Source: an optimization exercise on an open RTL-to-GDS flow (aim: small area). Production flows keep margins and buffers that such runs may drop. Where RTL was checked, it was by simulation tests only, not by an equivalence proof against the original. The RTL of run 1 was laid out without a check of its function. Power figures rest on the tool's default switching activity, not on a simulated workload.

--- flow/design.v ---
module sinc3_filter #(
    parameter RW  = 9,                  
    parameter W1  = 11,                 
    parameter W2  = 18,
    parameter W3  = 25,
    parameter DW  = 24,                 
    parameter NS  = 4,                  
    parameter NA  = 7,                  
    parameter PA  = 3,                  
    parameter NE  = 8,                  
    parameter EZ  = 0                   
) (
    input  wire          clk,
    input  wire          clr,           
    input  wire          edge_in,       
    input  wire          d,
    input  wire          xr,            
    input  wire          x2r,
    input  wire          x3r,
    input  wire [DW:0]   r3,            
    input  wire          zero,          
    input  wire [NE-1:0] e_init,        
    input  wire          start,         
    input  wire          hold_d,        
    output wire [23:0]   result         
);
    localparam NB = NE / NS;            
    reg  [W1-1:0] i1;
    reg  [W2-1:0] i2;
    reg  [W3-1:0] i3;
    wire dd = edge_in & d;
    wire [W1-1:0] cpart = (x2r ? 3 : 0) - (xr ? 3 : 0) - (x3r ? 1 : 0);
    wire [W1-1:0] u;
    wire [W2-1:0] v;
    wire [W3-1:0] k;
    wire          u_co, v_co, k_co;
    rca #(W1) u_add (.a(i1), .b(cpart), .ci(dd), .s(u), .co(u_co));
    rca #(W2) v_add (.a(i2), .b({{(W2-W1){u[W1-1]}}, u}), .ci(1'b0), .s(v), .co(v_co));
    rca #(W3) k_add (.a(i3), .b({{(W3-W2){v[W2-1]}}, v}), .ci(1'b0), .s(k), .co(k_co));
    always @(posedge clk) begin
        if (clr) begin
            i1 <= {W1{1'b0}};
            i2 <= {W2{1'b0}};
            i3 <= {W3{1'b0}};
        end else if (edge_in) begin
            i1 <= u;
            i2 <= v;
            i3 <= k;
        end
    end
    reg  [3:0]    ph;                   
    reg  [DW-1:0] rem;
    reg  [24:0]   a;
    reg  [NE-1:0] e;
    wire phA0 = (ph == 4'd0);
    wire phA  = (ph < NA);
    wire zb   = zero & (EZ == 0);       
    wire phB0 = zb | (ph == NA);
    wire phB  = zb | ((ph >= NA) && (ph < NA + NB));
    reg  [DW-1:0] rin;
    reg  [NS-1:0] bin;
    integer m;
    always @(*) begin
        rin = rem;
        bin = {NS{1'b0}};
        if (zb) begin
            rin = {{(DW-1){1'b0}}, 1'b1} << (25 - NE);
        end else if (phA0) begin
            rin = k[DW-1:0] >> PA;
            for (m = 0; m < PA; m = m + 1)
                bin[NS-PA+m] = k[m];
        end else if (phB0) begin
            rin = (rem >> NE) | ({{(DW-1){1'b0}}, 1'b1} << (25 - NE));
            bin = rem[NE-1:NE-NS];
        end else if (phB) begin
            bin = e[NE-1:NE-NS];
        end
    end
    wire [DW-1:0] rs [0:NS];
    wire [NS-1:0] qs;
    assign rs[0] = rin;
    genvar gs, gb;
    generate
        for (gs = 0; gs < NS; gs = gs + 1) begin : g_st
            wire [DW:0]   t = {rs[gs], bin[NS-1-gs]};
            wire [DW+1:0] bw;           
            wire [DW:0]   df;
            assign bw[0] = 1'b0;
            for (gb = 0; gb <= DW; gb = gb + 1) begin : g_b
                assign df[gb]   = t[gb] ^ r3[gb] ^ bw[gb];
                assign bw[gb+1] = (~t[gb] & r3[gb]) | (~(t[gb] ^ r3[gb]) & bw[gb]);
            end
            assign qs[NS-1-gs] = ~bw[DW+1];
            assign rs[gs+1] = bw[DW+1] ? t[DW-1:0] : df[DW-1:0];
        end
    endgenerate
    always @(posedge clk) begin
        rem <= rs[NS];
        if (zero)
            ph <= (EZ != 0) ? NA + NB : NA + 1;
        else if (start)
            ph <= 4'd0;
        else if (ph < NA + NB)
            ph <= ph + 4'd1;
        if (zero)
            a <= 25'd0;
        else if (phA)
            a <= {a[24-NS:0], qs};
        if (zero && EZ != 0)
            e <= e_init;
        else if (phB0)
            e <= {(zb ? {(NE-NS){1'b0}} : rem[NE-NS-1:0]), qs};
        else if (phB)
            e <= {e[NE-NS-1:0], qs};
    end
    wire [24:0] ae;
    wire        ae_co;
    rca #(25) o_add (.a(a), .b(hold_d ? {{(25-NE){1'b0}}, e} : 25'd0), .ci(1'b1),
                     .s(ae), .co(ae_co));
    wire [24:0] q = {ae_co, ae[24:1]};
    assign result = q[24] ? 24'h7FFFFF : {~q[23], q[22:0]};
endmodule
module rca #(
    parameter N = 8
) (
    input  wire [N-1:0] a,
    input  wire [N-1:0] b,
    input  wire         ci,
    output wire [N-1:0] s,
    output wire         co
);
    wire [N:0] c;
    assign c[0] = ci;
    genvar i;
    generate
        for (i = 0; i < N; i = i + 1) begin : g_bit
            assign s[i]   = a[i] ^ b[i] ^ c[i];
            assign c[i+1] = (a[i] & b[i]) | (c[i] & (a[i] ^ b[i]));
        end
    endgenerate
    assign co = c[N];
endmodule
module sd_input (
    input  wire        clk,
    input  wire        rst,
    input  wire        en,
    input  wire        cmp_en,
    input  wire [8:0]  ctl_osr,
    input  wire [5:0]  prot_osr,
    input  wire [7:0]  cmp_cnt,
    input  wire [15:0] thr_hi,
    input  wire [15:0] thr_lo,
    input  wire [14:0] hys,
    input  wire        smp,
    input  wire        d,
    output reg  [23:0] ctl_res,
    output reg  [23:0] prot_res,
    output reg         cmp,
    output reg         stuck,
    output wire        invalid
);
    wire [8:0] ctl_r  = (ctl_osr < 9'd64)   ? 9'd64  :
                        (ctl_osr > 9'd256)  ? 9'd256 : ctl_osr;
    wire [5:0] prot_r = (prot_osr < 6'd16)  ? 6'd16  :
                        (prot_osr > 6'd32)  ? 6'd32  : prot_osr;
    wire [7:0] cnt    = (cmp_cnt == 8'd0) ? 8'd1 : cmp_cnt;
    reg  en_q;
    wire clr   = en & ~en_q;             
    wire edge0 = smp & en & en_q;
    reg        v1, v2;
    always @(posedge clk) begin
        if (rst) begin
            en_q <= 1'b0;
            v1   <= 1'b0;
            v2   <= 1'b0;
        end else begin
            en_q <= en;
            v1   <= edge0;
            v2   <= v1;
        end
    end
    reg [767:0] hist;                    
    reg [9:0]   nedge;                   
    wire [9:0]  nedge_p1;
    wire        ne_co;
    rca #(10) ne_inc (.a(nedge), .b(10'd0), .ci(1'b1), .s(nedge_p1), .co(ne_co));
    always @(posedge clk) begin
        if (edge0)
            hist <= {hist[766:0], d};
        if (clr)
            nedge <= 10'd0;
        else if (edge0 && !(nedge[9] && nedge[8]))
            nedge <= nedge_p1;
    end
    wire [7:0]   ci = ctl_r - 9'd64;
    wire [4:0]   pi = prot_r - 6'd16;
    wire [15:0]  ci_lo = 16'd1 << ci[3:0];
    wire [12:0]  ci_hi = 13'd1 << ci[7:4];
    wire [207:0] tc1, tc2, tc3;
    wire [12:0]  gc1, gc2, gc3;
    wire [16:0]  tp1, tp2, tp3;
    genvar g;
    generate
        for (g = 0; g < 208; g = g + 1) begin : g_tc
            if (g < 193) begin : g_in
                assign tc1[g] = hist[g + 63] & ci_lo[g % 16];
                assign tc2[g] = hist[2 * g + 127] & ci_lo[g % 16];
                assign tc3[g] = hist[3 * g + 191] & ci_lo[g % 16];
            end else begin : g_out
                assign tc1[g] = 1'b0;
                assign tc2[g] = 1'b0;
                assign tc3[g] = 1'b0;
            end
        end
        for (g = 0; g < 13; g = g + 1) begin : g_gc
            assign gc1[g] = (|tc1[16 * g +: 16]) & ci_hi[g];
            assign gc2[g] = (|tc2[16 * g +: 16]) & ci_hi[g];
            assign gc3[g] = (|tc3[16 * g +: 16]) & ci_hi[g];
        end
        for (g = 0; g < 17; g = g + 1) begin : g_tp
            assign tp1[g] = hist[g + 15];
            assign tp2[g] = hist[2 * g + 31];
            assign tp3[g] = hist[3 * g + 47];
        end
    endgenerate
    wire [9:0] ctl_2r = {ctl_r, 1'b0};
    wire [9:0] ctl_3r;
    wire [6:0] prot_2r = {prot_r, 1'b0};
    wire [6:0] prot_3r;
    wire       c3_co, p3_co;
    rca #(10) c3_add (.a(ctl_2r), .b({1'b0, ctl_r}), .ci(1'b0), .s(ctl_3r), .co(c3_co));
    rca #(7)  p3_add (.a(prot_2r), .b({1'b0, prot_r}), .ci(1'b0), .s(prot_3r), .co(p3_co));
    wire c_m1, c_m2, c_m3, p_m1, p_m2, p_m3;
    uge #(10) c_ge1 (.a(nedge), .b({1'b0, ctl_r}), .ge(c_m1));
    uge #(10) c_ge2 (.a(nedge), .b(ctl_2r), .ge(c_m2));
    uge #(10) c_ge3 (.a(nedge), .b(ctl_3r), .ge(c_m3));
    uge #(10) p_ge1 (.a(nedge), .b({4'b0000, prot_r}), .ge(p_m1));
    uge #(10) p_ge2 (.a(nedge), .b({3'b000, prot_2r}), .ge(p_m2));
    uge #(10) p_ge3 (.a(nedge), .b({3'b000, prot_3r}), .ge(p_m3));
    wire c_x1 = (|gc1) & c_m1;
    wire c_x2 = (|gc2) & c_m2;
    wire c_x3 = (|gc3) & c_m3;
    wire p_x1 = tp1[pi] & p_m1;
    wire p_x2 = tp2[pi] & p_m2;
    wire p_x3 = tp3[pi] & p_m3;
    reg  [24:0] ctl_r3;
    always @(*) begin
        case (ctl_r)
            9'd64: ctl_r3 = 25'd262144;
            9'd65: ctl_r3 = 25'd274625;
            9'd66: ctl_r3 = 25'd287496;
            9'd67: ctl_r3 = 25'd300763;
            9'd68: ctl_r3 = 25'd314432;
            9'd69: ctl_r3 = 25'd328509;
            9'd70: ctl_r3 = 25'd343000;
            9'd71: ctl_r3 = 25'd357911;
            9'd72: ctl_r3 = 25'd373248;
            9'd73: ctl_r3 = 25'd389017;
            9'd74: ctl_r3 = 25'd405224;
            9'd75: ctl_r3 = 25'd421875;
            9'd76: ctl_r3 = 25'd438976;
            9'd77: ctl_r3 = 25'd456533;
            9'd78: ctl_r3 = 25'd474552;
            9'd79: ctl_r3 = 25'd493039;
            9'd80: ctl_r3 = 25'd512000;
            9'd81: ctl_r3 = 25'd531441;
            9'd82: ctl_r3 = 25'd551368;
            9'd83: ctl_r3 = 25'd571787;
            9'd84: ctl_r3 = 25'd592704;
            9'd85: ctl_r3 = 25'd614125;
            9'd86: ctl_r3 = 25'd636056;
            9'd87: ctl_r3 = 25'd658503;
            9'd88: ctl_r3 = 25'd681472;
            9'd89: ctl_r3 = 25'd704969;
            9'd90: ctl_r3 = 25'd729000;
            9'd91: ctl_r3 = 25'd753571;
            9'd92: ctl_r3 = 25'd778688;
            9'd93: ctl_r3 = 25'd804357;
            9'd94: ctl_r3 = 25'd830584;
            9'd95: ctl_r3 = 25'd857375;
            9'd96: ctl_r3 = 25'd884736;
            9'd97: ctl_r3 = 25'd912673;
            9'd98: ctl_r3 = 25'd941192;
            9'd99: ctl_r3 = 25'd970299;
            9'd100: ctl_r3 = 25'd1000000;
            9'd101: ctl_r3 = 25'd1030301;
            9'd102: ctl_r3 = 25'd1061208;
            9'd103: ctl_r3 = 25'd1092727;
            9'd104: ctl_r3 = 25'd1124864;
            9'd105: ctl_r3 = 25'd1157625;
            9'd106: ctl_r3 = 25'd1191016;
            9'd107: ctl_r3 = 25'd1225043;
            9'd108: ctl_r3 = 25'd1259712;
            9'd109: ctl_r3 = 25'd1295029;
            9'd110: ctl_r3 = 25'd1331000;
            9'd111: ctl_r3 = 25'd1367631;
            9'd112: ctl_r3 = 25'd1404928;
            9'd113: ctl_r3 = 25'd1442897;
            9'd114: ctl_r3 = 25'd1481544;
            9'd115: ctl_r3 = 25'd1520875;
            9'd116: ctl_r3 = 25'd1560896;
            9'd117: ctl_r3 = 25'd1601613;
            9'd118: ctl_r3 = 25'd1643032;
            9'd119: ctl_r3 = 25'd1685159;
            9'd120: ctl_r3 = 25'd1728000;
            9'd121: ctl_r3 = 25'd1771561;
            9'd122: ctl_r3 = 25'd1815848;
            9'd123: ctl_r3 = 25'd1860867;
            9'd124: ctl_r3 = 25'd1906624;
            9'd125: ctl_r3 = 25'd1953125;
            9'd126: ctl_r3 = 25'd2000376;
            9'd127: ctl_r3 = 25'd2048383;
            9'd128: ctl_r3 = 25'd2097152;
            9'd129: ctl_r3 = 25'd2146689;
            9'd130: ctl_r3 = 25'd2197000;
            9'd131: ctl_r3 = 25'd2248091;
            9'd132: ctl_r3 = 25'd2299968;
            9'd133: ctl_r3 = 25'd2352637;
            9'd134: ctl_r3 = 25'd2406104;
            9'd135: ctl_r3 = 25'd2460375;
            9'd136: ctl_r3 = 25'd2515456;
            9'd137: ctl_r3 = 25'd2571353;
            9'd138: ctl_r3 = 25'd2628072;
            9'd139: ctl_r3 = 25'd2685619;
            9'd140: ctl_r3 = 25'd2744000;
            9'd141: ctl_r3 = 25'd2803221;
            9'd142: ctl_r3 = 25'd2863288;
            9'd143: ctl_r3 = 25'd2924207;
            9'd144: ctl_r3 = 25'd2985984;
            9'd145: ctl_r3 = 25'd3048625;
            9'd146: ctl_r3 = 25'd3112136;
            9'd147: ctl_r3 = 25'd3176523;
            9'd148: ctl_r3 = 25'd3241792;
            9'd149: ctl_r3 = 25'd3307949;
            9'd150: ctl_r3 = 25'd3375000;
            9'd151: ctl_r3 = 25'd3442951;
            9'd152: ctl_r3 = 25'd3511808;
            9'd153: ctl_r3 = 25'd3581577;
            9'd154: ctl_r3 = 25'd3652264;
            9'd155: ctl_r3 = 25'd3723875;
            9'd156: ctl_r3 = 25'd3796416;
            9'd157: ctl_r3 = 25'd3869893;
            9'd158: ctl_r3 = 25'd3944312;
            9'd159: ctl_r3 = 25'd4019679;
            9'd160: ctl_r3 = 25'd4096000;
            9'd161: ctl_r3 = 25'd4173281;
            9'd162: ctl_r3 = 25'd4251528;
            9'd163: ctl_r3 = 25'd4330747;
            9'd164: ctl_r3 = 25'd4410944;
            9'd165: ctl_r3 = 25'd4492125;
            9'd166: ctl_r3 = 25'd4574296;
            9'd167: ctl_r3 = 25'd4657463;
            9'd168: ctl_r3 = 25'd4741632;
            9'd169: ctl_r3 = 25'd4826809;
            9'd170: ctl_r3 = 25'd4913000;
            9'd171: ctl_r3 = 25'd5000211;
            9'd172: ctl_r3 = 25'd5088448;
            9'd173: ctl_r3 = 25'd5177717;
            9'd174: ctl_r3 = 25'd5268024;
            9'd175: ctl_r3 = 25'd5359375;
            9'd176: ctl_r3 = 25'd5451776;
            9'd177: ctl_r3 = 25'd5545233;
            9'd178: ctl_r3 = 25'd5639752;
            9'd179: ctl_r3 = 25'd5735339;
            9'd180: ctl_r3 = 25'd5832000;
            9'd181: ctl_r3 = 25'd5929741;
            9'd182: ctl_r3 = 25'd6028568;
            9'd183: ctl_r3 = 25'd6128487;
            9'd184: ctl_r3 = 25'd6229504;
            9'd185: ctl_r3 = 25'd6331625;
            9'd186: ctl_r3 = 25'd6434856;
            9'd187: ctl_r3 = 25'd6539203;
            9'd188: ctl_r3 = 25'd6644672;
            9'd189: ctl_r3 = 25'd6751269;
            9'd190: ctl_r3 = 25'd6859000;
            9'd191: ctl_r3 = 25'd6967871;
            9'd192: ctl_r3 = 25'd7077888;
            9'd193: ctl_r3 = 25'd7189057;
            9'd194: ctl_r3 = 25'd7301384;
            9'd195: ctl_r3 = 25'd7414875;
            9'd196: ctl_r3 = 25'd7529536;
            9'd197: ctl_r3 = 25'd7645373;
            9'd198: ctl_r3 = 25'd7762392;
            9'd199: ctl_r3 = 25'd7880599;
            9'd200: ctl_r3 = 25'd8000000;
            9'd201: ctl_r3 = 25'd8120601;
            9'd202: ctl_r3 = 25'd8242408;
            9'd203: ctl_r3 = 25'd8365427;
            9'd204: ctl_r3 = 25'd8489664;
            9'd205: ctl_r3 = 25'd8615125;
            9'd206: ctl_r3 = 25'd8741816;
            9'd207: ctl_r3 = 25'd8869743;
            9'd208: ctl_r3 = 25'd8998912;
            9'd209: ctl_r3 = 25'd9129329;
            9'd210: ctl_r3 = 25'd9261000;
            9'd211: ctl_r3 = 25'd9393931;
            9'd212: ctl_r3 = 25'd9528128;
            9'd213: ctl_r3 = 25'd9663597;
            9'd214: ctl_r3 = 25'd9800344;
            9'd215: ctl_r3 = 25'd9938375;
            9'd216: ctl_r3 = 25'd10077696;
            9'd217: ctl_r3 = 25'd10218313;
            9'd218: ctl_r3 = 25'd10360232;
            9'd219: ctl_r3 = 25'd10503459;
            9'd220: ctl_r3 = 25'd10648000;
            9'd221: ctl_r3 = 25'd10793861;
            9'd222: ctl_r3 = 25'd10941048;
            9'd223: ctl_r3 = 25'd11089567;
            9'd224: ctl_r3 = 25'd11239424;
            9'd225: ctl_r3 = 25'd11390625;
            9'd226: ctl_r3 = 25'd11543176;
            9'd227: ctl_r3 = 25'd11697083;
            9'd228: ctl_r3 = 25'd11852352;
            9'd229: ctl_r3 = 25'd12008989;
            9'd230: ctl_r3 = 25'd12167000;
            9'd231: ctl_r3 = 25'd12326391;
            9'd232: ctl_r3 = 25'd12487168;
            9'd233: ctl_r3 = 25'd12649337;
            9'd234: ctl_r3 = 25'd12812904;
            9'd235: ctl_r3 = 25'd12977875;
            9'd236: ctl_r3 = 25'd13144256;
            9'd237: ctl_r3 = 25'd13312053;
            9'd238: ctl_r3 = 25'd13481272;
            9'd239: ctl_r3 = 25'd13651919;
            9'd240: ctl_r3 = 25'd13824000;
            9'd241: ctl_r3 = 25'd13997521;
            9'd242: ctl_r3 = 25'd14172488;
            9'd243: ctl_r3 = 25'd14348907;
            9'd244: ctl_r3 = 25'd14526784;
            9'd245: ctl_r3 = 25'd14706125;
            9'd246: ctl_r3 = 25'd14886936;
            9'd247: ctl_r3 = 25'd15069223;
            9'd248: ctl_r3 = 25'd15252992;
            9'd249: ctl_r3 = 25'd15438249;
            9'd250: ctl_r3 = 25'd15625000;
            9'd251: ctl_r3 = 25'd15813251;
            9'd252: ctl_r3 = 25'd16003008;
            9'd253: ctl_r3 = 25'd16194277;
            9'd254: ctl_r3 = 25'd16387064;
            9'd255: ctl_r3 = 25'd16581375;
            default: ctl_r3 = 25'd16777216;
        endcase
    end
    reg  [15:0] prot_r3;
    always @(*) begin
        case (prot_r)
            6'd16: prot_r3 = 16'd4096;
            6'd17: prot_r3 = 16'd4913;
            6'd18: prot_r3 = 16'd5832;
            6'd19: prot_r3 = 16'd6859;
            6'd20: prot_r3 = 16'd8000;
            6'd21: prot_r3 = 16'd9261;
            6'd22: prot_r3 = 16'd10648;
            6'd23: prot_r3 = 16'd12167;
            6'd24: prot_r3 = 16'd13824;
            6'd25: prot_r3 = 16'd15625;
            6'd26: prot_r3 = 16'd17576;
            6'd27: prot_r3 = 16'd19683;
            6'd28: prot_r3 = 16'd21952;
            6'd29: prot_r3 = 16'd24389;
            6'd30: prot_r3 = 16'd27000;
            6'd31: prot_r3 = 16'd29791;
            default: prot_r3 = 16'd32768;
        endcase
    end
    reg  [14:0] prot_e0;
    always @(*) begin
        case (prot_r)
            6'd16: prot_e0 = 15'd8192;
            6'd17: prot_e0 = 15'd6829;
            6'd18: prot_e0 = 15'd5753;
            6'd19: prot_e0 = 15'd4892;
            6'd20: prot_e0 = 15'd4194;
            6'd21: prot_e0 = 15'd3623;
            6'd22: prot_e0 = 15'd3151;
            6'd23: prot_e0 = 15'd2757;
            6'd24: prot_e0 = 15'd2427;
            6'd25: prot_e0 = 15'd2147;
            6'd26: prot_e0 = 15'd1909;
            6'd27: prot_e0 = 15'd1704;
            6'd28: prot_e0 = 15'd1528;
            6'd29: prot_e0 = 15'd1375;
            6'd30: prot_e0 = 15'd1242;
            6'd31: prot_e0 = 15'd1126;
            default: prot_e0 = 15'd1024;
        endcase
    end
    wire [23:0] ctl_q, prot_q;
    wire        zero = clr;
    sinc3_filter #(.RW(9), .W1(11), .W2(18), .W3(25), .DW(24),
                   .NS(4), .NA(7), .PA(3), .NE(8)) u_ctl (
        .clk(clk), .clr(clr), .edge_in(edge0), .d(d),
        .xr(c_x1), .x2r(c_x2), .x3r(c_x3), .r3(ctl_r3),
        .zero(zero), .e_init(8'd0), .start(v1), .hold_d(hist[0]),
        .result(ctl_q)
    );
    sinc3_filter #(.RW(6), .W1(8), .W2(12), .W3(16), .DW(15),
                   .NS(5), .NA(5), .PA(0), .NE(15), .EZ(1)) u_prot (
        .clk(clk), .clr(clr), .edge_in(edge0), .d(d),
        .xr(p_x1), .x2r(p_x2), .x3r(p_x3), .r3(prot_r3),
        .zero(zero), .e_init(prot_e0), .start(v1),
        .hold_d(edge0 ? d : hist[0]), .result(prot_q)
    );
    wire [15:0] pp = prot_q[23:8];
    wire        nz = |prot_q[7:0];
    wire [16:0] d1, d2;
    wire [17:0] d1h, d2h;
    wire        d1_co, d2_co, d1h_co, d2h_co;
    rca #(17) d1_sub (.a({pp[15], pp}), .b(~{thr_lo[15], thr_lo}), .ci(1'b1), .s(d1), .co(d1_co));
    rca #(17) d2_sub (.a({thr_hi[15], thr_hi}), .b(~{pp[15], pp}), .ci(1'b1), .s(d2), .co(d2_co));
    rca #(18) d1h_sub (.a({d1[16], d1}), .b(~{3'b000, hys}), .ci(1'b1), .s(d1h), .co(d1h_co));
    rca #(18) d2h_sub (.a({d2[16], d2}), .b(~{3'b000, hys}), .ci(~nz), .s(d2h), .co(d2h_co));
    wire outside = d1[16] | d2[16];
    wire in_band = ~d1h[17] & ~d2h[17];
    reg        cls_b;                    
    always @(posedge clk)
        if (edge0)
            cls_b <= cmp ? in_band : outside;
    reg  [7:0] n_cls;
    wire [7:0] n_cls_p1;
    wire       nc_co;
    rca #(8) nc_inc (.a(n_cls), .b(8'd0), .ci(1'b1), .s(n_cls_p1), .co(nc_co));
    wire [7:0] n_cls_n = cls_b ? ((n_cls == 8'hFF) ? n_cls : n_cls_p1) : 8'd0;
    wire       cls_hit;
    uge #(8) c_hit (.a(n_cls_n), .b(cnt), .ge(cls_hit));
    reg  [8:0] run;
    reg  [9:0] clear_in;
    wire       last   = hist[1] & (nedge > 10'd1);
    wire       change = hist[0] ^ last;
    wire [8:0] run_p1;
    wire [9:0] clear_d1, ctl_3r2;
    wire       ru_co, cd_co, c32_co;
    rca #(9)  ru_inc (.a(run), .b(9'd0), .ci(1'b1), .s(run_p1), .co(ru_co));
    rca #(10) cd_dec (.a(clear_in), .b(10'h3FF), .ci(1'b0), .s(clear_d1), .co(cd_co));
    rca #(10) c32_sub (.a(ctl_3r), .b(10'h3FE), .ci(1'b0), .s(ctl_3r2), .co(c32_co));
    wire [8:0] run_n  = change ? 9'd0 : ((run == 9'h1FF) ? run : run_p1);
    wire       stuck_m = (clear_in == 10'd1) ? 1'b0 : stuck;
    wire [9:0] clear_m = (clear_in != 10'd0)  ? clear_d1 :
                         (change && stuck)    ? ctl_3r2 : 10'd0;
    wire       hit     = (run_n == 9'd256);
    wire       stuck_n = hit ? 1'b1 : stuck_m;
    wire [9:0] clear_n = (hit && stuck_m) ? 10'd0 : clear_m;
    always @(posedge clk) begin
        if (rst) begin
            ctl_res  <= 24'd0;
            prot_res <= 24'd0;
            cmp      <= 1'b0;
            stuck    <= 1'b0;
            n_cls    <= 8'd0;
            run      <= 9'd0;
            clear_in <= 10'd0;
        end else if (clr) begin
            stuck    <= 1'b0;
            n_cls    <= 8'd0;
            run      <= 9'd0;
            clear_in <= 10'd0;
        end else if (!en) begin
            cmp      <= 1'b0;
            n_cls    <= 8'd0;
        end else if (v2) begin
            ctl_res  <= ctl_q;
            prot_res <= prot_q;
            if (cmp_en) begin
                if (cls_hit) begin
                    cmp   <= ~cmp;
                    n_cls <= 8'd0;
                end else begin
                    n_cls <= n_cls_n;
                end
            end
            run      <= run_n;
            stuck    <= stuck_n;
            clear_in <= clear_n;
        end
    end
    assign invalid = ~en | stuck;
endmodule
module uge #(
    parameter N = 8
) (
    input  wire [N-1:0] a,
    input  wire [N-1:0] b,
    output wire         ge
);
    wire [N-1:0] s;
    rca #(N) u_sub (.a(a), .b(~b), .ci(1'b1), .s(s), .co(ge));
endmodule
module sge #(
    parameter N = 8
) (
    input  wire [N-1:0] a,
    input  wire [N-1:0] b,
    output wire         ge
);
    uge #(N) u_ge (.a({~a[N-1], a[N-2:0]}), .b({~b[N-1], b[N-2:0]}), .ge(ge));
endmodule
--- flow/run.sh ---
#!/bin/bash
# synth_recipe.tcl (not shown) runs the flow's synth.tcl, then flattens the netlist and writes it again
# the make line also repeats each setting of config.mk as NAME=value (left out here)
make -C /OpenROAD-flow-scripts/flow DESIGN_CONFIG=/design/flow/config.mk WORK_HOME=/design/flow/orfs CLKGATE_MAP_FILE= SYNTH_SCRIPT=/design/flow/synth_recipe.tcl finish
--- flow/config.mk ---
export PLATFORM = sky130hd
export DESIGN_NAME = sd_input
export DESIGN_NICKNAME = sd_input
export VERILOG_FILES = /design/flow/design.v
export SDC_FILE = /design/flow/constraint.sdc
export NUM_CORES = 4
export LEC_CHECK = 0
export ABC_AREA = 1
export CAP_MARGIN = 20
export CORE_MARGIN = 2
export CORE_UTILIZATION = 50
export CTS_BUF_LIST = sky130_fd_sc_hd__clkbuf_8
export CTS_CLUSTER_DIAMETER = 120
export CTS_CLUSTER_SIZE = 16
export PLACE_DENSITY = 0.65
export SLEW_MARGIN = 20
export SYNTH_MEMORY_MAX_BITS = 100000
--- flow/constraint.sdc ---
create_clock -name core_clock -period 180.0 [get_ports {clk}]
set_input_delay 36.0000 -clock core_clock [delete_from_list [all_inputs] [get_ports {clk}]]
set_output_delay 36.0000 -clock core_clock [all_outputs]
set_load 0.01 [all_outputs]
==> results.yml, run 1 <==
sta:
  setup_viol: 0
  max_freq_mhz: 11.7
  timing_hold_violations_final: 0
  fin_worst_skew_ns: 0.0617
  fin_crit_ns: 85.31
  worst_pin_slew_ns: 1.14
  setup_tns_ns: 0
  period_share: 0.474
  hold_ws_ns: 0.409
  relSlewSlack: 0.235
  drv_slew: 0
  rsz0062_at_grt: "false"
die:
  core-area_um2: 109000
  start_util: 0.505
  die_width_um: 336
  fp.dieH_um: 336
  die_area_um2: 113000
  io_pins: 127
  rows: 121
route:
  via_count: 38900
  wl_per_cell_um: 23.5
  avgViaCountPerCell: 5.90
  ant_nets: 0
  remaining_drc_errors: 0
  postRouteWirelength_um: 155000
  dr.pass1.iters: 6
  drtIter0Drc: 4595
synth:
  synthCells: 5085
  synth_xor_xnor_area_share: 0.00302
  yosysSeqAreaShare: 0.532
  synth-seq-cells: 1067
  syn_area_per_cell_um2: 10.8
  synth_fa_ha_area_frac: 0.159
  ys_dominant_reg_cell: "edfxtp_1"
  yosys_warnings: 3
  synth_cell_types: 69
  synth_compound_area_frac: 0.114
  synthesis.nets: 5677
  async_flop_share: 0
  synth_top_family_by_area: "adder cells"
  netlist_area_um2: 55100
  synth_simple_gate_area_share: 0.122
  synthMuxAreaShare: 0.0145
  synth-edff-count: 792
power_and_ir_drop:
  power.share.sequential: 0.292
  p_total_mw: 1.02
  power_frac_comb: 0.588
  power_report.internal_total_uw: 554
  netSwitchingFraction: 0.456
  p_clk_frac: 0.120
  p_leak_nw: 21.7
  power_switching_uw: 463
  vdd_drop_max_mv: 0.0494
  p_per_area_nw_per_um2: 17.2
finish:
  finalNonFillerCells: 6597
  fin_util: 0.543
  nFillCells: 9506
  final_cell_mix: "nand2_1, edfxtp_1, inv_1"
  drive_gt1_frac: 0.0467
  layout_commonest_cell: "nand2_1"
  syn_to_final_growth_pct: 7.47
  finalNetCount: 5736
clocking:
  clkSlewWorstSetupHoldPaths_ns: 0.11
  cts_max_level: 3
  ctsRootBufferMaster: "clkbuf_8"
  clockBufferDepth: 3
  post_cts_resized: 0
  cts_made_buffers: 78
  cts_setup_buffers: 0
  tritoncts: "yes"
  insertion_delay_ns: 0.81
  holdBufCountCts: 0
  cts_sinks: 1067
place:
  dp_hpwl_um: 108000
  dp.cells: 6477
  port_buffers: 126
  gp_congestion: 1.03
critical_path:
  critPathBufInv: 21
  worst-endpoint-arrival_ns: 85.93
  startpoint_type: "primary input"
  critPathTopFamily: "adder cells"
  path_class: "primary input to flop"
  cp.required_ns: 180.62
  crit_top_cell: "fa_1"
  max_stage_delay_ns: 0.80
  end_kind: "flop"
  timing.critical_path.slowest_stage_cell: "clkdlybuf4s50_1"
  cp_max_fo: 34
global_route:
  antenna_found_initial: 4
  grt_usage: 0.275
  grt_pass1_wl_um: 235000
  grt_max_degree: 209
  overflow: 0
  grt_pass1_vias: 37700
run:
  drv_cap: 0
status:
  status: "finished clean"
hold_path:
  min_path_type: "flop to flop"
-- final cells by class --
cell class / count / area [um^2] / share of cell area
tap: 1414 / 1770 / 0.0299
timing repair buffer: 193 / 1810 / 0.0306
multi-input combinational: 3231 / 22800 / 0.385
antenna: 6 / 15.0 / 0.000254
inverter: 573 / 2170 / 0.0366
sequential: 1067 / 29300 / 0.495
clock inverter: 34 / 234 / 0.00395
clock buffer: 79 / 1090 / 0.0184
-- registers in the layout, indices dropped and copies added, names as in the netlist, 4 cells and up --
| name | cells |
|---|---|
| ctl_res | 24 |
| u_ctl.i1 | 11 |
| u_ctl.e | 8 |
| u_prot.a | 25 |
| u_ctl.i2 | 18 |
| u_prot.i3 | 15 |
| nedge | 10 |
| u_ctl.i3 | 24 |
| run | 9 |
| u_prot.e | 15 |
| u_prot.ph | 4 |
| hist | 768 |
| u_prot.rem | 15 |
| clear_in | 10 |
| u_ctl.a | 25 |
| u_prot.i2 | 12 |
| prot_res | 24 |
| u_prot.i1 | 8 |
| u_ctl.ph | 4 |
| u_ctl.rem | 24 |
| n_cls | 8 |
-- logic make-up after synthesis --
family,count (synthesis)
AOI/OAI and AO/OA,1009
xor gates and xnor gates,19
adders and majority gates,516
buffers and inverters,787
DFF,1067
muxes,80
and+or+nand+nor,1607
-- layer usage --
| layer | vias to the layer above | track usage | part of all wire |
|---|---|---|---|
| met5 | - | 0 | 0 |
| met4 | 0 | 0.0941 | 0.037 |
| met3 | 345 | 0.0537 | 0.089 |
| met2 | 1847 | 0.415 | 0.44 |
| met1 | 19000 | 0.397 | 0.43 |
| li1 | 17700 | - | - |
-- synth_stat cells, types with 10 or more instances --
master	number	share of area
a211oi_1	14	0.0019
a21oi_1	203	0.018
a221oi_1	69	0.011
a22o_1	17	0.0027
a22oi_1	55	0.0075
a31oi_1	39	0.0044
a32o_1	11	0.0020
buf_1	20	0.0014
buf_2	44	0.0040
clkbuf_1	139	0.0095
clkinv_1	10	0.00068
dfxtp_1	275	0.10
edfxtp_1	792	0.43
fa_1	308	0.11
ha_1	208	0.047
inv_1	541	0.037
inv_2	20	0.0014
mux2i_1	80	0.015
nand2_1	889	0.061
nand3_1	184	0.017
nand4_1	53	0.0060
nor2_1	370	0.025
nor3_1	63	0.0057
o2111ai_1	15	0.0024
o211ai_1	20	0.0027
o21a_1	20	0.0027
o21ai_0	402	0.037
o221ai_1	15	0.0024
o22ai_1	41	0.0047
o31ai_1	11	0.0015
or2_2	10	0.0011
xor2_1	10	0.0016
-- metrics by stage --
step | instance area [um^2] | worst slack, ns
final | 59200 | 94.69
after global routing | 59200 | 92.87
after CTS | 59100 | 94.72
after detailed placement | 57800 | 93.97
after global placement | 57800 | 94.40
after floorplan | 55100 | 97.74
-- power groups by stage --
| stage | combinational, mW | clock, mW | sequential [mW] |
|---|---|---|---|
| global placement | 0.581 | 0 | 0.302 |
| finish | 0.598 | 0.122 | 0.297 |
| CTS | 0.601 | 0.126 | 0.296 |
| global route | 0.697 | 0.134 | 0.298 |
| floorplan | 0.453 | 0 | 0.302 |
| detailed placement | 0.598 | 0 | 0.302 |
-- final timing paths --
path	cells after the start	from	endpoint	slack [ns]
min	0	hist[276]	hist[277]	0.41
max	145	ctl_osr[8]	u_ctl.a[0]	94.69
min reg2reg	0	hist[276]	hist[277]	0.41
max reg2reg	139	nedge[2]	u_ctl.a[0]	133.58
==> inputs of run 2 (changes only) <==
--- a/flow/design.v
+++ b/flow/design.v
@@ -20,7 +20,7 @@
     input  wire [DW:0]   r3,            
     input  wire          zero,          
     input  wire [NE-1:0] e_init,        
-    input  wire          start,         
+    input  wire [3:0]    ph,            
     input  wire          hold_d,        
     output wire [23:0]   result         
 );
@@ -48,7 +48,6 @@
             i3 <= k;
         end
     end
-    reg  [3:0]    ph;                   
     reg  [DW-1:0] rem;
     reg  [24:0]   a;
     reg  [NE-1:0] e;
@@ -97,12 +96,6 @@
     always @(posedge clk) begin
         rem <= rs[NS];
         if (zero)
-            ph <= (EZ != 0) ? NA + NB : NA + 1;
-        else if (start)
-            ph <= 4'd0;
-        else if (ph < NA + NB)
-            ph <= ph + 4'd1;
-        if (zero)
             a <= 25'd0;
         else if (phA)
             a <= {a[24-NS:0], qs};
@@ -487,18 +480,27 @@
     end
     wire [23:0] ctl_q, prot_q;
     wire        zero = clr;
+    reg  [3:0]  ph;
+    always @(posedge clk) begin
+        if (clr)
+            ph <= 4'd8;
+        else if (v1)
+            ph <= 4'd0;
+        else if (ph < 4'd9)
+            ph <= ph + 4'd1;
+    end
     sinc3_filter #(.RW(9), .W1(11), .W2(18), .W3(25), .DW(24),
                    .NS(4), .NA(7), .PA(3), .NE(8)) u_ctl (
         .clk(clk), .clr(clr), .edge_in(edge0), .d(d),
         .xr(c_x1), .x2r(c_x2), .x3r(c_x3), .r3(ctl_r3),
-        .zero(zero), .e_init(8'd0), .start(v1), .hold_d(hist[0]),
+        .zero(zero), .e_init(8'd0), .ph(ph), .hold_d(hist[0]),
         .result(ctl_q)
     );
     sinc3_filter #(.RW(6), .W1(8), .W2(12), .W3(16), .DW(15),
                    .NS(5), .NA(5), .PA(0), .NE(15), .EZ(1)) u_prot (
         .clk(clk), .clr(clr), .edge_in(edge0), .d(d),
         .xr(p_x1), .x2r(p_x2), .x3r(p_x3), .r3(prot_r3),
-        .zero(zero), .e_init(prot_e0), .start(v1),
+        .zero(zero), .e_init(prot_e0), .ph(ph),
         .hold_d(edge0 ? d : hist[0]), .result(prot_q)
     );
     wire [15:0] pp = prot_q[23:8];
--- a/flow/config.mk
+++ b/flow/config.mk
@@ -9,9 +9,8 @@
 export CAP_MARGIN = 20
 export CORE_MARGIN = 2
 export CORE_UTILIZATION = 50
-export CTS_BUF_LIST = sky130_fd_sc_hd__clkbuf_8
 export CTS_CLUSTER_DIAMETER = 120
-export CTS_CLUSTER_SIZE = 16
+export CTS_CLUSTER_SIZE = 20
 export PLACE_DENSITY = 0.65
 export SLEW_MARGIN = 20
 export SYNTH_MEMORY_MAX_BITS = 100000
==> run 2 against run 1 <==
  * Clock-buffer cell count decreased by 2
  * Core utilization is 0.24 points higher
  * Still clean on timing, DRC and antenna
  * Critical endpoint is now u_ctl.rem[1]
  * Highest routed layer unchanged
  * Critical path depth is 4 higher
==> results.yml, run 2 <==
die:
  io_pins: 127
  core-area_um2: 109000
  fp.dieH_um: 335
  die_area_um2: 112000
  rows: 121
  die_width_um: 335
  start_util: 0.504
sta:
  fin_crit_ns: 85.60
  fin_worst_skew_ns: 0.0187
  setup_viol: 0
  worst_pin_slew_ns: 1.14
  rsz0062_at_grt: "false"
  relSlewSlack: 0.240
  period_share: 0.476
  drv_slew: 0
  max_freq_mhz: 11.7
  timing_hold_violations_final: 0
  setup_tns_ns: 0
synth:
  syn_area_per_cell_um2: 10.8
  synth_common_cells: "nand2_1, edfxtp_1, inv_1"
  synth_most_common_cell: "nand2_1"
  ys_dominant_reg_cell: "edfxtp_1"
  synth_top_cell_area_share: 0.434
  yosys_warnings: 3
  synthesis.nets: 5686
  synth_area_leaders: "edfxtp_1, fa_1, dfxtp_1"
  yosysSeqAreaShare: 0.532
  synth_cell_types: 64
  netlist_area_um2: 54900
  synth-edff-count: 792
  synth-seq-cells: 1063
  synth_largest_area_cell: "edfxtp_1"
  async_flop_share: 0
  synthCells: 5097
route:
  ant_nets: 0
  avgViaCountPerCell: 5.89
  dr.pass1.iters: 6
  remaining_drc_errors: 0
  drtIter0Drc: 4667
  postRouteWirelength_um: 153000
  via_count: 38700
  wl_per_cell_um: 23.3
global_route:
  antenna_found_initial: 1
  grt_pass1_vias: 37900
  grt_pass1_wl_um: 234000
  grt_usage: 0.272
  overflow: 0
  grt_max_degree: 121
finish:
  syn_to_final_growth_pct: 8.19
  top_regs: "hist: 768 flops, u_ctl.a: 25 flops, u_prot.a: 25 flops"
  num_antenna_cells: 0
  layout_commonest_cell: "nand2_1"
  regMostFlops: "hist"
  regArea_um2: 29200
  design_area_um2: 59300
  final_cell_mix: "nand2_1, edfxtp_1, inv_1"
  fin_util: 0.545
  largest_register_ff_count: 768
  finalNetCount: 5732
  nFillCells: 9451
  drive_gt1_frac: 0.0410
  multi_input_area_um2: 22800
critical_path:
  max_stage_delay_ns: 0.74
  path_class: "primary input to flop"
  critPathBufInv: 22
  path_depth: 149
  cp.required_ns: 180.60
  r2r_end: "u_ctl.rem[1]"
  end_kind: "flop"
  startpoint_type: "primary input"
  rrSetupSlack_ns: 132.88
  crit_top_cell: "fa_1"
  timing.critical_path.slowest_stage_cell: "inv_1"
  startpoint: "ctl_osr[8]"
  endpoint: "u_ctl.rem[1]"
  reg2reg_from: "nedge[2]"
  r2r_cells: 141
  cp_max_fo: 25
  worst-endpoint-arrival_ns: 86.21
  critPathTopFamily: "adder cells"
clocking:
  cts_max_level: 2
  cts_made_buffers: 59
  holdBufCountCts: 0
  post_cts_resized: 0
  cts_setup_buffers: 0
  cts_sinks: 1063
  ctsRootBufferMaster: "clkbuf_16"
  tritoncts: "yes"
  clkSlewWorstSetupHoldPaths_ns: 0.09
  insertion_delay_ns: 0.69
  clockBufferDepth: 3
power_and_ir_drop:
  p_total_uw: 889
  p_leak_nw: 21.6
  vdd_drop_max_mv: 0.0244
  p_per_area_nw_per_um2: 15.0
hold_path:
  min_path_type: "flop to flop"
place:
  gp_congestion: 1.01
  postPlaceCellArea_um2: 57700
  dp_hpwl_um: 106000
  port_buffers: 126
run:
  drv_cap: 0
status:
  status: "finished clean"
==> run 2: changes by cell type after synthesis, moves of 9 or more <==
cell | previous run | this run
nand2_1 | 889 | 980
nor2_1 | 370 | 318
o211ai_1 | 20 | 56
nand3_1 | 184 | 217
o21ai_0 | 402 | 372
clkbuf_1 | 139 | 165
inv_1 | 541 | 519
nand4_1 | 53 | 37
o22ai_1 | 41 | 26
a41oi_1 | 3 | 17
buf_2 | 44 | 30
a21oi_1 | 203 | 215
a221oi_1 | 69 | 60
==> run 2: final cells by class <==
| class | count | area share |
|---|---|---|
| Clock buffer | 77 | 0.0262 |
| Clock inverter | 6 | 0.00190 |
| Inverter | 549 | 0.0349 |
| Multi-Input combinational cell | 3269 | 0.384 |
| Sequential cell | 1063 | 0.492 |
| Tap cell | 1414 | 0.0298 |
| Timing Repair Buffer | 201 | 0.0307 |
==> run 2: routing by layer <==
layer	GRT usage	vias up	part of all wire
met5	0	-	0
met4	0.101	0	0.040
met3	0.0375	310	0.080
met2	0.409	1660	0.44
met1	0.404	19100	0.44
li1	-	17700	-
==> run 2: cells by family (layout without fill, tap and decap cells) <==
logic type,after synthesis,after routing,share of synthesized area
and+or+nand+nor,1659,1659,0.125
xor gates and xnor gates,19,19,0.00303
buffers and inverters,765,833,0.0536
DFF,1063,1063,0.532
AOI/OAI and AO/OA,994,994,0.111
adders and majority gates,513,513,0.159
muxes,84,84,0.0153
==> run 2: worst min-delay path by stage <==
stage                         start         to  slack [ns]  cells past startpoint
after floorplan             hist[9]   hist[10]        0.40                      0
after global placement    hist[606]  hist[607]        0.40                      0
after detailed placement   hist[13]   hist[14]        0.40                      0
after CTS                  hist[34]   hist[35]        0.39                      0
after global routing       hist[34]   hist[35]        0.41                      0
final                     hist[706]  hist[707]        0.41                      0
==> run 2: through the flow <==
step / hold WS, ns / setup slack [ns] / std cells
after floorplan: 0.400 / 97.59 / 5097
after global placement: 0.400 / 94.69 / 6496
after detailed placement: 0.405 / 93.82 / 6496
after CTS: 0.395 / 94.47 / 6579
after global routing: 0.409 / 92.17 / 6579
final: 0.407 / 94.40 / 6579
==> run 2: worst reg2reg max path: cells and delay by family, from the launching register on <==
| kind | cells | cell delay, ns |
|---|---|---|
| fa+ha+maj | 98 | 39.00 |
| buf+inv | 15 | 2.90 |
| compound gates | 14 | 2.69 |
| simple gates | 12 | 1.16 |
| xor+xnor | 2 | 0.67 |
| flops | 1 | 0.63 |
==> run 2: power breakdown <==
group,switching [mW],internal (mW),leakage (nW),total [mW]
combinational,0.289,0.172,13.8,0.462
sequential,0.00692,0.279,7.00,0.286
clock,0.0791,0.0622,0.804,0.141
==> inputs of run 3 (changes only) <==
==> flow/flow/run.sh (new file) <==
#!/bin/bash
# The standard layout (standard.sh), with two changes to what it places:
# the port buffers are the smallest buffer cell, and clock tree synthesis
# adds no dummy loads. Each tool's output goes to standard.log and the
# ORFS logs under orfs/logs.
set -euo pipefail
export BUFFER_PORTS_ARGS="-buffer_cell sky130_fd_sc_hd__buf_1"
export CTS_ARGS="-sink_clustering_enable -repair_clock_nets -sink_clustering_size 20 -sink_clustering_max_diameter 120 -dont_use_dummy_load"
bash standard.sh > standard.log 2>&1
==> flow/standard.sh (new file) <==
#!/bin/bash
# synth_recipe.tcl (not shown) runs the flow's synth.tcl, then flattens the netlist and writes it again
# the make line also repeats each setting of config.mk as NAME=value (left out here)
make -C /OpenROAD-flow-scripts/flow DESIGN_CONFIG=/design/flow/config.mk WORK_HOME=/design/flow/orfs CLKGATE_MAP_FILE= SYNTH_SCRIPT=/design/flow/synth_recipe.tcl "${@:-finish}"
removed: flow/run.sh
==> run 3 against run 2 <==
  * Worst setup slack better by 0.37 ns
  * Sequential cell count stayed put
  * First-iteration DRC count is 1.4% higher
  * Fmax is 0.43% higher
  * Largest cell class unchanged
==> results.yml, run 3 <==
sta:
  worst_pin_slew_ns: 1.14
  fin_worst_skew_ns: 0.0832
  max_freq_mhz: 11.7
  setup_viol: 0
  hold_ws_ns: 0.384
  timing_hold_violations_final: 0
  period_share: 0.474
  rsz0062_at_grt: "false"
  drv_slew: 0
  relSlewSlack: 0.223
  fin_crit_ns: 85.24
  setup_tns_ns: 0
critical_path:
  cp_max_fo: 25
  end_kind: "flop"
  startpoint_type: "primary input"
  rrSetupSlack_ns: 132.98
  cp.required_ns: 180.55
  r2r_cells: 138
  max_stage_delay_ns: 0.71
  worst-endpoint-arrival_ns: 85.78
  r2r_end: "u_ctl.rem[1]"
  path_class: "primary input to flop"
  reg2reg_from: "nedge[2]"
  critPathBufInv: 21
  timing.critical_path.slowest_stage_cell: "inv_1"
  crit_top_cell: "fa_1"
  critPathTopFamily: "adder cells"
synth:
  synthesis.nets: 5686
  yosysSeqAreaShare: 0.532
  yosys_warnings: 3
  synth_common_cells: "nand2_1, edfxtp_1, inv_1"
  synth_most_common_cell: "nand2_1"
  async_flop_share: 0
  synth-edff-count: 792
  ys_dominant_reg_cell: "edfxtp_1"
  synth_top_cell_area_share: 0.434
  synthMuxAreaShare: 0.0153
  synthCells: 5097
  synth_top_family_by_area: "adder cells"
  synth_compound_area_frac: 0.111
  synth_largest_area_cell: "edfxtp_1"
  synth_simple_gate_area_share: 0.125
  synth-seq-cells: 1063
  synth_area_leaders: "edfxtp_1, fa_1, dfxtp_1"
  synth_cell_types: 64
  synth_fa_ha_area_frac: 0.159
  synth_xor_xnor_area_share: 0.00303
  netlist_area_um2: 54900
  syn_area_per_cell_um2: 10.8
global_route:
  grt_max_degree: 212
  grt_pass1_wl_um: 229000
  grt_pass1_vias: 37800
  overflow: 0
  grt_usage: 0.266
  antenna_found_initial: 3
status:
  status: "finished clean"
power_and_ir_drop:
  vdd_drop_max_mv: 0.0248
  power_report.internal_total_uw: 508
  p_per_area_nw_per_um2: 15.0
  netSwitchingFraction: 0.421
  power.share.sequential: 0.326
  power_switching_uw: 370
  p_clk_frac: 0.152
  p_leak_nw: 21.2
  power_frac_comb: 0.522
die:
  die_width_um: 335
  fp.dieH_um: 335
  io_pins: 127
  rows: 121
  core-area_um2: 109000
  die_area_um2: 112000
  start_util: 0.504
finish:
  layout_commonest_cell: "nand2_1"
  largest_register_ff_count: 768
  syn_to_final_growth_pct: 6.46
  final_cell_mix: "nand2_1, edfxtp_1, inv_1"
  top_regs: "hist: 768 flops, u_ctl.a: 25 flops, u_prot.a: 25 flops"
  nFillCells: 9502
  finalNetCount: 5731
  drive_gt1_frac: 0.0395
  regMostFlops: "hist"
  num_antenna_cells: 0
  finalNonFillerCells: 6554
route:
  postRouteWirelength_um: 150000
  ant_nets: 0
  avgViaCountPerCell: 5.90
  wl_per_cell_um: 22.9
  drtIter0Drc: 4733
  remaining_drc_errors: 0
  dr.pass1.iters: 9
  via_count: 38700
hold_path:
  hold_start: "hist[220]"
  hold_depth: 0
  min_path_type: "flop to flop"
  hold_end: "hist[221]"
clocking:
  insertion_delay_ns: 0.70
  clkSlewWorstSetupHoldPaths_ns: 0.09
  cts_made_buffers: 59
  ctsRootBufferMaster: "clkbuf_16"
  clockBufferDepth: 3
  cts_setup_buffers: 0
  cts_max_level: 2
  tritoncts: "yes"
  post_cts_resized: 0
  cts_sinks: 1063
  holdBufCountCts: 0
place:
  port_buffers: 126
  gp_congestion: 1.06
  dp.cells: 6494
  dp_hpwl_um: 104000
run:
  drv_cap: 0
[run 3: worst max-delay path by stage]
stage	startpoint	endpoint	depth (start not counted)
after detailed placement	ctl_osr[6]	u_ctl.rem[1]	148
after global routing	ctl_osr[6]	u_ctl.rem[1]	150
after floorplan	ctl_osr[7]	u_ctl.a[0]	155
final	ctl_osr[6]	u_ctl.rem[1]	147
after global placement	ctl_osr[6]	u_ctl.rem[1]	150
after CTS	ctl_osr[6]	u_ctl.rem[1]	147
[run 3: worst reg2reg max path: cells and delay by family, from the launching register on]
kind | cells | cell delay (ns)
buffers and inverters | 15 | 2.94
and+or+nand+nor | 9 | 1.17
AOI/OAI and AO/OA | 15 | 2.85
xor gates and xnor gates | 2 | 0.68
adders and majority gates | 97 | 38.67
DFF | 1 | 0.63
[run 3: stage by stage]
stage	cell area (um^2)	util	setup slack, ns	total power [mW]
3_5_place_dp	56900	0.523	94.10	0.747
6_report	58400	0.536	94.76	0.878
2_1_floorplan	54900	-	97.59	0.638
4_1_cts	58400	0.536	94.77	0.881
5_1_grt	58400	0.536	92.50	0.966
3_3_place_gp	56900	0.523	94.95	0.734
[run 3: layout make-up]
| cell class | instances | area (um^2) | share of cell area |
|---|---|---|---|
| Inverter | 549 | 2070 | 0.0355 |
| Sequential cell | 1063 | 29200 | 0.500 |
| Clock buffer | 59 | 1480 | 0.0253 |
| Multi-Input combinational cell | 3269 | 22800 | 0.391 |
| Timing Repair Buffer | 200 | 1060 | 0.0182 |
| Tap cell | 1414 | 1770 | 0.0303 |
[run 3: cells by family after synthesis]
kind of cell	count (synthesis)
flops	1063
simple gates	1659
fa+ha+maj	513
compound gates	994
mux	84
xor+xnor	19
buf+inv	765
[run 3: layer usage]
metal,GRT usage,up-vias,wire length (um)
met4,0.0936,2,5930
met3,0.0430,320,13100
met1,0.395,18900,65500
met2,0.398,1729,65700
li1,-,17700,-
met5,0,-,17
[run 3: power groups by stage]
| stage | clock network (mW) | registers (mW) | logic [mW] |
|---|---|---|---|
| global placement | 0 | 0.292 | 0.442 |
| global route | 0.145 | 0.287 | 0.533 |
| floorplan | 0 | 0.293 | 0.345 |
| detailed placement | 0 | 0.292 | 0.455 |
| CTS | 0.138 | 0.286 | 0.458 |
| finish | 0.134 | 0.286 | 0.458 |
==> inputs of run 4 (changes only) <==
--- a/flow/design.v
+++ b/flow/design.v
@@ -8,7 +8,8 @@
     parameter NA  = 7,                  
     parameter PA  = 3,                  
     parameter NE  = 8,                  
-    parameter EZ  = 0                   
+    parameter EZ  = 0,                  
+    parameter EB  = 1                   
 ) (
     input  wire          clk,
     input  wire          clr,           
@@ -20,11 +21,13 @@
     input  wire [DW:0]   r3,            
     input  wire          zero,          
     input  wire [NE-1:0] e_init,        
+    input  wire [NE-1:0] e1_init,       
+    input  wire [DW:0]   g0,            
     input  wire [3:0]    ph,            
     input  wire          hold_d,        
     output wire [23:0]   result         
 );
-    localparam NB = NE / NS;            
+    localparam NB = (EB != 0) ? NE / NS : 0;    
     reg  [W1-1:0] i1;
     reg  [W2-1:0] i2;
     reg  [W3-1:0] i3;
@@ -53,7 +56,7 @@
     reg  [NE-1:0] e;
     wire phA0 = (ph == 4'd0);
     wire phA  = (ph < NA);
-    wire zb   = zero & (EZ == 0);       
+    wire zb   = zero & (EZ == 0) & (EB != 0);   
     wire phB0 = zb | (ph == NA);
     wire phB  = zb | ((ph >= NA) && (ph < NA + NB));
     reg  [DW-1:0] rin;
@@ -106,9 +109,20 @@
         else if (phB)
             e <= {e[NE-NS-1:0], qs};
     end
+    reg  cbit;
+    wire [DW:0] rem_x = rem;
+    wire [DW:0] g_d;
+    wire        g_ge;
+    rca #(DW + 1) g_sub (.a(rem_x), .b(~g0), .ci(1'b1), .s(g_d), .co(g_ge));
+    always @(posedge clk)
+        if (zero)
+            cbit <= 1'b0;
+        else if (ph == NA)
+            cbit <= g_ge;
+    wire [NE-1:0] e_out = (EB != 0) ? e : (cbit ? e1_init : e_init);
     wire [24:0] ae;
     wire        ae_co;
-    rca #(25) o_add (.a(a), .b(hold_d ? {{(25-NE){1'b0}}, e} : 25'd0), .ci(1'b1),
+    rca #(25) o_add (.a(a), .b(hold_d ? {{(25-NE){1'b0}}, e_out} : 25'd0), .ci(1'b1),
                      .s(ae), .co(ae_co));
     wire [24:0] q = {ae_co, ae[24:1]};
     assign result = q[24] ? 24'h7FFFFF : {~q[23], q[22:0]};
@@ -478,6 +492,29 @@
             default: prot_e0 = 15'd1024;
         endcase
     end
+    reg  [14:0] prot_e1;
+    reg  [15:0] prot_g0;
+    always @(*) begin
+        case (prot_r)
+            6'd16: begin prot_e1 = 15'd8193; prot_g0 = 16'd4096; end
+            6'd17: begin prot_e1 = 15'd6830; prot_g0 = 16'd1358; end
+            6'd18: begin prot_e1 = 15'd5754; prot_g0 = 16'd2896; end
+            6'd19: begin prot_e1 = 15'd4893; prot_g0 = 16'd6655; end
+            6'd20: begin prot_e1 = 15'd4195; prot_g0 = 16'd5568; end
+            6'd21: begin prot_e1 = 15'd3624; prot_g0 = 16'd7432; end
+            6'd22: begin prot_e1 = 15'd3152; prot_g0 = 16'd8064; end
+            6'd23: begin prot_e1 = 15'd2758; prot_g0 = 16'd2154; end
+            6'd24: begin prot_e1 = 15'd2428; prot_g0 = 16'd10240; end
+            6'd25: begin prot_e1 = 15'd2148; prot_g0 = 16'd8068; end
+            6'd26: begin prot_e1 = 15'd1910; prot_g0 = 16'd15728; end
+            6'd27: begin prot_e1 = 15'd1705; prot_g0 = 16'd5083; end
+            6'd28: begin prot_e1 = 15'd1529; prot_g0 = 16'd10176; end
+            6'd29: begin prot_e1 = 15'd1376; prot_g0 = 16'd4832; end
+            6'd30: begin prot_e1 = 15'd1243; prot_g0 = 16'd6568; end
+            6'd31: begin prot_e1 = 15'd1127; prot_g0 = 16'd20025; end
+            default: begin prot_e1 = 15'd1025; prot_g0 = 16'd32768; end
+        endcase
+    end
     wire [23:0] ctl_q, prot_q;
     wire        zero = clr;
     reg  [3:0]  ph;
@@ -493,14 +530,15 @@
                    .NS(4), .NA(7), .PA(3), .NE(8)) u_ctl (
         .clk(clk), .clr(clr), .edge_in(edge0), .d(d),
         .xr(c_x1), .x2r(c_x2), .x3r(c_x3), .r3(ctl_r3),
-        .zero(zero), .e_init(8'd0), .ph(ph), .hold_d(hist[0]),
+        .zero(zero), .e_init(8'd0), .e1_init(8'd0), .g0(25'd0), .ph(ph),
+        .hold_d(hist[0]),
         .result(ctl_q)
     );
     sinc3_filter #(.RW(6), .W1(8), .W2(12), .W3(16), .DW(15),
-                   .NS(5), .NA(5), .PA(0), .NE(15), .EZ(1)) u_prot (
+                   .NS(4), .NA(7), .PA(3), .NE(15), .EZ(1), .EB(0)) u_prot (
         .clk(clk), .clr(clr), .edge_in(edge0), .d(d),
         .xr(p_x1), .x2r(p_x2), .x3r(p_x3), .r3(prot_r3),
-        .zero(zero), .e_init(prot_e0), .ph(ph),
+        .zero(zero), .e_init(prot_e0), .e1_init(prot_e1), .g0(prot_g0), .ph(ph),
         .hold_d(edge0 ? d : hist[0]), .result(prot_q)
     );
     wire [15:0] pp = prot_q[23:8];
--- a/flow/flow/run.sh
+++ b/flow/flow/run.sh
@@ -5,5 +5,5 @@
 # ORFS logs under orfs/logs.
 set -euo pipefail
 export BUFFER_PORTS_ARGS="-buffer_cell sky130_fd_sc_hd__buf_1"
-export CTS_ARGS="-sink_clustering_enable -repair_clock_nets -sink_clustering_size 20 -sink_clustering_max_diameter 120 -dont_use_dummy_load"
+export CTS_ARGS="-sink_clustering_enable -repair_clock_nets -sink_clustering_size 12 -sink_clustering_max_diameter 100 -buf_list sky130_fd_sc_hd__clkbuf_8 -dont_use_dummy_load"
 bash standard.sh > standard.log 2>&1
==> run 4 against run 3 <==
  * Core utilization up 0.18 points
  * Global-route usage up 1.2 points
  * Wire length up 3.6%
  * Die area down 1.0%
  * Design area down 1.1%
  * Clock skew up 0.023 ns
  * Sequential power down 2%
  * Synthesized cell count down 0.35%
  * Non-clock buffer count up 4
  * Critical path depth up 7
==> results.yml, run 4 <==
place:
  dp_hpwl_um: 107000
  pre_cts_ws_ns: 94.76
  dp.cells: 6480
  gp_congestion: 1.04
  port_buffers: 126
  postPlaceCellArea_um2: 56400
power_and_ir_drop:
  p_leak_nw: 21.1
  p_per_area_nw_per_um2: 12.6
  vdd_drop_max_mv: 0.0150
  p_total_uw: 730
synth:
  netlist_area_um2: 54300
  yosysSeqAreaShare: 0.530
  synth_area_leaders: "edfxtp_1, fa_1, dfxtp_1"
  synth_top_cell_area_share: 0.430
  syn_area_per_cell_um2: 10.7
  synth_largest_area_cell: "edfxtp_1"
  synth-edff-count: 777
  synth_common_cells: "nand2_1, edfxtp_1, inv_1"
  async_flop_share: 0
  synth_most_common_cell: "nand2_1"
  synthesis.nets: 5668
  synthCells: 5079
  synth-seq-cells: 1049
  synth_cell_types: 67
  yosys_warnings: 3
  ys_dominant_reg_cell: "edfxtp_1"
die:
  rows: 120
  core-area_um2: 107000
  fp.dieH_um: 334
  die_width_um: 334
  start_util: 0.506
  io_pins: 127
  die_area_um2: 111000
finish:
  largest_register_ff_count: 768
  finalNetCount: 5766
  top_regs: "hist: 768 flops, u_ctl.a: 25 flops, u_prot.a: 25 flops"
  drive_gt1_frac: 0.0526
  final_cell_mix: "nand2_1, edfxtp_1, inv_1"
  finalNonFillerCells: 6580
  syn_to_final_growth_pct: 6.41
  nFillCells: 9406
  layout_commonest_cell: "nand2_1"
  design_area_um2: 57800
  regMostFlops: "hist"
route:
  via_count: 38900
  wl_per_cell_um: 23.6
  drtIter0Drc: 4514
  avgViaCountPerCell: 5.91
  ant_nets: 0
  remaining_drc_errors: 0
  postRouteWirelength_um: 156000
  dr.pass1.iters: 6
critical_path:
  cp.required_ns: 180.66
  cp_max_fo: 25
  startpoint_type: "primary input"
  path_class: "primary input to flop"
  crit_top_cell: "fa_1"
  max_stage_delay_ns: 0.65
  end_kind: "flop"
  worst-endpoint-arrival_ns: 85.16
  rrSetupSlack_ns: 133.77
  timing.critical_path.slowest_stage_cell: "inv_1"
clocking:
  post_cts_resized: 0
  ctsRootBufferMaster: "clkbuf_8"
  cts_max_level: 3
  clockBufferDepth: 3
  cts_made_buffers: 97
  holdBufCountCts: 0
  insertion_delay_ns: 0.78
  cts_setup_buffers: 0
  clkSlewWorstSetupHoldPaths_ns: 0.09
  tritoncts: "yes"
  cts_sinks: 1049
sta:
  max_freq_mhz: 11.8
  worst_pin_slew_ns: 1.20
  period_share: 0.469
  setup_tns_ns: 0
  relSlewSlack: 0.195
  timing_hold_violations_final: 0
  drv_slew: 0
  fin_crit_ns: 84.50
  setup_viol: 0
  rsz0062_at_grt: "false"
  fin_worst_skew_ns: 0.106
  fin_ws_ns: 95.50
global_route:
  antenna_found_initial: 1
  grt_max_degree: 210
  grt_usage: 0.279
  grt_pass1_vias: 38000
  overflow: 0
  grt_pass1_wl_um: 236000
hold_path:
  min_path_type: "flop to flop"
status:
  status: "finished clean"
run:
  drv_cap: 0
[run 4: cell count changes after synthesis, moves of 22 or more]
| cell | delta |
|---|---|
| clkbuf_1 | -26 |
| nand4_1 | +38 |
| inv_1 | +48 |
| o21ai_0 | -32 |
| nand2_1 | -34 |
| a21oi_1 | -31 |
| nor2_1 | +22 |
| a22oi_1 | +47 |
| o211ai_1 | -24 |
[run 4: report_power, final]
part	internal [mW]	total, mW	leakage, nW	switching, mW
logic	0.122	0.326	13.5	0.205
clock network	0.0479	0.124	0.697	0.0765
registers	0.272	0.280	6.86	0.00742
total	0.442	0.730	21.1	0.289
[run 4: worst paths after layout]
path | end | depth (start not counted) | start
hold reg to reg | hist[265] | 0 | hist[264]
setup / recovery | u_ctl.rem[1] | 154 | ctl_osr[7]
setup reg to reg | u_ctl.rem[1] | 143 | nedge[1]
hold / removal | hist[265] | 0 | hist[264]
[run 4: final cells by class]
cell class / count / area [um^2] / area share
tap: 1403 / 1760 / 0.0304
timing repair buffer: 204 / 1120 / 0.0193
multi-input combinational: 3221 / 22500 / 0.390
clock buffer: 97 / 1340 / 0.0231
antenna: 2 / 5.00 / 0.0000866
sequential: 1049 / 28800 / 0.498
inverter: 604 / 2280 / 0.0394
[run 4: through the flow]
step / hold WS (ns) / util
final: 0.350 / 0.538
after global routing: 0.365 / 0.538
after CTS: 0.347 / 0.538
after detailed placement: 0.405 / 0.525
after global placement: 0.400 / 0.525
after floorplan: 0.400 / -
[run 4: worst max-delay path: cells and delay by family]
kind	cells	cell delay, ns
xor gates and xnor gates	3	0.97
and+or+nand+nor	14	1.80
buffers and inverters	24	4.26
AOI/OAI and AO/OA	8	1.08
adders and majority gates	105	40.94
[run 4: layer usage]
metal  part of all wire  track usage  vias up
li1                   -            -    17600
met1               0.43        0.396    19000
met2               0.44        0.423     1878
met3              0.084       0.0458      395
met4              0.048        0.123        0
met5                  0            0        -
[run 4: logic make-up (layout without fill, tap and decap cells)]
logic type,Yosys count,in the layout,share of synthesized area
simple gates,1680,1680,0.130
flops,1049,1049,0.530
mux,73,73,0.0135
other cells,0,2,0
compound gates,936,936,0.107
buf+inv,809,905,0.0578
fa+ha+maj,513,513,0.159
xor+xnor,19,19,0.00306

static timing again, ports no longer ideal:
No port has a modelled driver above. Below, the same layouts with a new extraction and two added sets of constraints.
Step 1: set_driving_cell puts a clkbuf_16 on clk and a buf_2 on each other input, an assumption about the parent block.
Step 2, shift: input delay + t, output delay - t, t = (earliest + latest rising clock arrival at the registers) / 2. This alone moves slack from input paths to output paths.
Slacks: no drivers / after step 1 / after step 2; pairs: no drivers / after step 1.
run	shift t [ns]	slack for setup (ns)	worst setup path after step 2
run 1	0.838	94.685 / 94.725 / 93.888	input to register
run 2	0.750	94.397 / 94.444 / 93.693	input to register
run 3	0.729	94.764 / 94.816 / 94.087	input to register
run 4	0.793	95.501 / 95.501 / 94.707	input to register
After both steps every run listed still meets setup and hold. For run 1, which loses most, drivers alone change the setup slack by +0.040 ns; drivers and shift together by -0.797 ns.
